Context: an optimization exercise on an open-source flow, tuned for small area, a short achievable clock period and few clock cycles per item. The choices shown serve that exercise and are no tape-out recipe.
Function was checked by simulation only, so behaviour that the tests miss may differ from the original.

before:
## lce_loop
module lce_loop (
    input  wire         clk,
    input  wire         rst,
    input  wire         start,
    input  wire         reinit,
    input  wire         load,
    input  wire [31:0]  load_val,
    input  wire [31:0]  y_in,
    input  wire [31:0]  sp_in,
    input  wire         sp_scaled,
    input  wire [31:0]  sp_gain,
    input  wire [4:0]   sp_shift,
    input  wire [31:0]  sp_offset,
    input  wire         ff_en,
    input  wire [31:0]  ff_x,
    input  wire [31:0]  ff_x0,
    input  wire [4:0]   ff_xs,
    input  wire [543:0] ff_y,
    input  wire [31:0]  kp,
    input  wire [31:0]  ki,
    input  wire [31:0]  kd,
    input  wire [31:0]  kf,
    input  wire [4:0]   sh_p,
    input  wire [4:0]   sh_i,
    input  wire [4:0]   sh_d,
    input  wire [4:0]   sh_f,
    input  wire         den,
    input  wire [31:0]  out_min,
    input  wire [31:0]  out_max,
    input  wire [31:0]  slew,
    input  wire [31:0]  i_min,
    input  wire [31:0]  i_max,
    output reg          done,
    output wire [31:0]  u_out,
    output wire [31:0]  i_out,
    output wire [31:0]  e_out,
    output wire [31:0]  sp_out,
    output wire         isat,
    output wire         osat,
    output wire         rsat
);
Settings: LEC_CHECK=0, CAP_MARGIN=20, CORE_MARGIN=2, CORE_UTILIZATION=40, SLEW_MARGIN=20; clock period 38.0 ns.
standard.sh (not shown) runs the stock make flow with config.mk's settings and CLKGATE_MAP_FILE= SYNTH_SCRIPT=/design/flow/synth_recipe.tcl, a recipe that flattens the netlist after the stock synthesis.
==> flow/flow/run.sh <==
#!/bin/bash
# The standard layout, with plain buf_1 cells (instead of the default delay
# buffers) as the port buffers that buffer_ports inserts on every port.
set -euo pipefail
cd "$(dirname "$0")/.."
bash standard.sh "BUFFER_PORTS_ARGS=-buffer_cell sky130_fd_sc_hd__buf_1" finish > standard.log 2>&1
Testbench counts of before, summed over its fixed seeds: cycles 90,294, items 12,000.
For after, these inputs were changed with respect to before:
diff --git a/flow/design.v b/flow/design.v
--- a/flow/design.v
+++ b/flow/design.v
@@ -203,25 +203,26 @@
                 c_ire = 4'd6; c_s = 4'd7; c_fin = 4'd8;
             end
             default: begin  
                 case (cnt) 4'd2: ld_op = OP_P; 4'd3: ld_op = OP_DI; default: ; endcase
                 c_ire = 4'd5; c_s = 4'd6; c_fin = 4'd7;
             end
         endcase
     end
     wire stall   = mv && mbw && !pass;
     wire estall  = busy && !stall && e_c1 && f_de && eu_ov;
     wire adv     = busy && !stall && !estall;
     wire s_now   = adv && (cnt == c_s);
-    wire ire_sel = (cnt == c_ire);           
+    reg  ire_q;                              
+    wire ire_sel = ire_q;                    
     wire ire_now = adv && ire_sel;
     wire fin_now = adv && (cnt == c_fin);
     wire [63:0] m_acc = pass ? {r1, 19'd0} : 64'd0;
     reg  [63:0] m_sum;
     reg  [34:0] b_x;
     reg  [63:0] b_negs;
     integer     bi;
     localparam [63:0] B_K = 64'hFFEA_AAAC_0000_0000;  
     always @(*) begin
         b_negs = 64'd0;
         m_sum  = m_acc + B_K;
         for (bi = 0; bi < 10; bi = bi + 1) begin
@@ -274,27 +275,40 @@
     wire [31:0] e_cur  = e_now ? e_val : e_r;
     wire        e_c1   = (cnt == 4'd1 && !f_sc && !eretry);
     wire [31:0] de_val = e_c1 ? sat34(deu_s) : sat34(sx(e_r) - sx(ep_r));
     wire [31:0] rd_val = sat34(xa_s);
     wire [33:0] dn_s   = xa_s;
     wire [31:0] dn_val = sat34(dn_s);
     wire [32:0] t_x    = {t_fx[31], t_fx} - {t_fx0[31], t_fx0};
     wire [32:0] t_sh   = t_x >> xs_r;
     wire        t_neg  = t_x[32];
     wire        t_top  = |t_sh[32:4];
     wire [4:0]  t_i    = t_neg ? 5'd0 : t_top ? 5'd16 : {1'b0, t_sh[3:0]};
     wire [25:0] t_f    = (t_neg || t_top) ? 26'd0 : (t_x[25:0] & ~(26'h3FF_FFFF << xs_r));
-    wire [4:0]  t_i1   = (t_i == 5'd16) ? 5'd16 : t_i + 5'd1;
-    wire [31:0] t_y0   = ff_y[t_i * 32 +: 32];
-    wire [31:0] t_y1   = ff_y[t_i1 * 32 +: 32];
+    reg  [16:0] t_oh, t_oh1;
+    reg  [31:0] t_y0, t_y1;
+    integer     tj;
+    always @(*) begin
+        for (tj = 0; tj < 16; tj = tj + 1)
+            t_oh[tj] = !t_neg && !t_top && (t_sh[3:0] == tj);
+        t_oh[0]  = t_oh[0] || t_neg;
+        t_oh[16] = !t_neg && t_top;
+        t_oh1    = {t_oh[16] | t_oh[15], t_oh[14:0], 1'b0};
+        t_y0 = 32'd0;
+        t_y1 = 32'd0;
+        for (tj = 0; tj < 17; tj = tj + 1) begin
+            t_y0 = t_y0 | (ff_y[tj*32 +: 32] & {32{t_oh[tj]}});
+            t_y1 = t_y1 | (ff_y[tj*32 +: 32] & {32{t_oh1[tj]}});
+        end
+    end
     wire [32:0] dy_val = yhi - {ylo[31], ylo};
     wire [33:0] s_w    = (xop == OP_FF || xop == OP_P || xop == OP_DF) ? x_t : 34'd0;
     wire [31:0] s_p    = (xop == OP_P) ? 32'd0 : p_r;
     wire [35:0] s_t1   = {{4{ylo[31]}}, ylo};
     wire [35:0] s_t2   = {{4{s_p[31]}}, s_p};
     wire [35:0] s_t3   = {{4{i_r[31]}}, i_r};
     wire [35:0] s_t4   = {{4{d_r[31]}}, d_r};
     wire [35:0] s_a1   = s_t1 ^ s_t2 ^ s_t3;
     wire [35:0] s_b1   = {(s_t1[34:0] & s_t2[34:0]) | (s_t1[34:0] & s_t3[34:0]) |
                           (s_t2[34:0] & s_t3[34:0]), 1'b0};
     wire [35:0] s_c1   = s_a1 ^ s_b1 ^ s_t4;
     wire [35:0] s_c2   = {(s_a1[34:0] & s_b1[34:0]) | (s_a1[34:0] & s_t4[34:0]) |
@@ -407,41 +421,43 @@
         done <= 1'b0;
         if (!busy) begin
             ma     <= {sp_in[31], sp_in};
             mbe    <= benc0(sg_b);
             mlo    <= sg_b[18:0];
             mbw    <= !fits20(sg_b);
             msh    <= sp_shift;
             mop    <= OP_SP;
             xop    <= OP_NONE;
             pass   <= 1'b0;
             eretry <= 1'b0;
             dfix   <= 1'b0;
+            ire_q  <= 1'b0;
             if (start) begin
                 busy <= 1'b1;
                 cnt  <= 4'd1;
                 mv   <= sp_scaled;
             end else if (load) begin
                 u_r <= load_val;
             end
         end else if (stall) begin
             r1   <= m_sum[44:0];
             mbe  <= benc({1'b0, mlo});
             pass <= 1'b1;
         end else if (estall) begin
             sp_r   <= sp_val;
             e_r    <= e_val;
             eretry <= 1'b1;
         end else begin
             cnt  <= cnt + 4'd1;
+            ire_q <= (cnt + 4'd1 == c_ire);
             pass <= 1'b0;
             if (mv) begin
                 rp  <= msh[4] ? {{16{m_sum[63]}}, m_sum[63:16]} : m_sum;
                 rsh   <= msh[3:0];
                 rsh_n <= ~msh[3:0];
                 xop <= mop;
             end else begin
                 xop <= OP_NONE;
             end
             mv <= (ld_op != OP_NONE);
             if (ld_op != OP_NONE) begin
                 ma  <= nx_a;
@@ -501,24 +517,25 @@
                 end
             end
         end
         if (rst) begin
             busy   <= 1'b0;
             cnt    <= 4'd0;
             done   <= 1'b0;
             mv     <= 1'b0;
             pass   <= 1'b0;
             eretry <= 1'b0;
             dfix   <= 1'b0;
             xop    <= OP_NONE;
+            ire_q  <= 1'b0;
             u_r    <= 32'd0;
             i_r    <= 32'd0;
             e_r    <= 32'd0;
             sp_r   <= 32'd0;
             d_r    <= 32'd0;
             ep_r   <= 32'd0;
             isat_r <= 1'b0;
             osat_r <= 1'b0;
             rsat_r <= 1'b0;
         end
     end
 endmodule
[summary]
- The number of global-route vias before repair was comparable across after and before.
- For before, the source of the critical timing path was t_fx[0]$_DFF_P_, unlike after, where it was rp[63]$_DFFE_PP_.
- Diff before -> after: area growth from synthesis to layout increased by 0.41 points relative to the old numbers; worst hold slack decreased by 16 ps relative to the old numbers.
- Relative to before, multi-input combinational area share has decreased by 0.81 points in after.
- Lower sum of met2 wire segment lengths after detailed routing was reported by before, not after.
- Final critical delay including setup and external delays: lower on before
- before | status: complete | timing, DRC, antenna: pass
- The final layout from after, which completed every stage, passed the timing, design-rule and antenna checks at the end of the flow.
- Summary of the comparison: final-layout non-clock buffer area share is higher in after, relative to before.
- Compared to before, the routing of after uses more wire.
- Number of buffer and inverter stages on the critical path (higher): before
- after synthesis and placement, the instance count of after is above that of before.
Testbench counts of after, summed over its fixed seeds: cycles 90,294, items 12,000.

-- static timing again, ports no longer ideal --
Ports are ideal in the flow. The routed layouts listed here were re-timed in OpenROAD.
Step 1 assumes that a clkbuf_16 drives the clock port and a buf_2 every other input.
Step 2 adds t to the input delays and takes it off the output delays; t is the mean of the earliest and latest rising clock arrival at the registers after step 1. Input paths then give back, and output paths get back, about the clock's delay inside the block.
a / b / c = no drivers / after step 1 / after step 2; a / b = the first two.
| run | shift t [ns] | slack for setup (ns) | latest minus earliest clock arrival (ns) |
|---|---|---|---|
| before | 1.010 | 27.883 / 27.883 / 27.883 | 0.084 / 0.085 |
| after | 0.906 | 27.541 / 27.541 / 27.541 | 0.089 / 0.090 |
After both steps setup and hold are still met in every run listed.
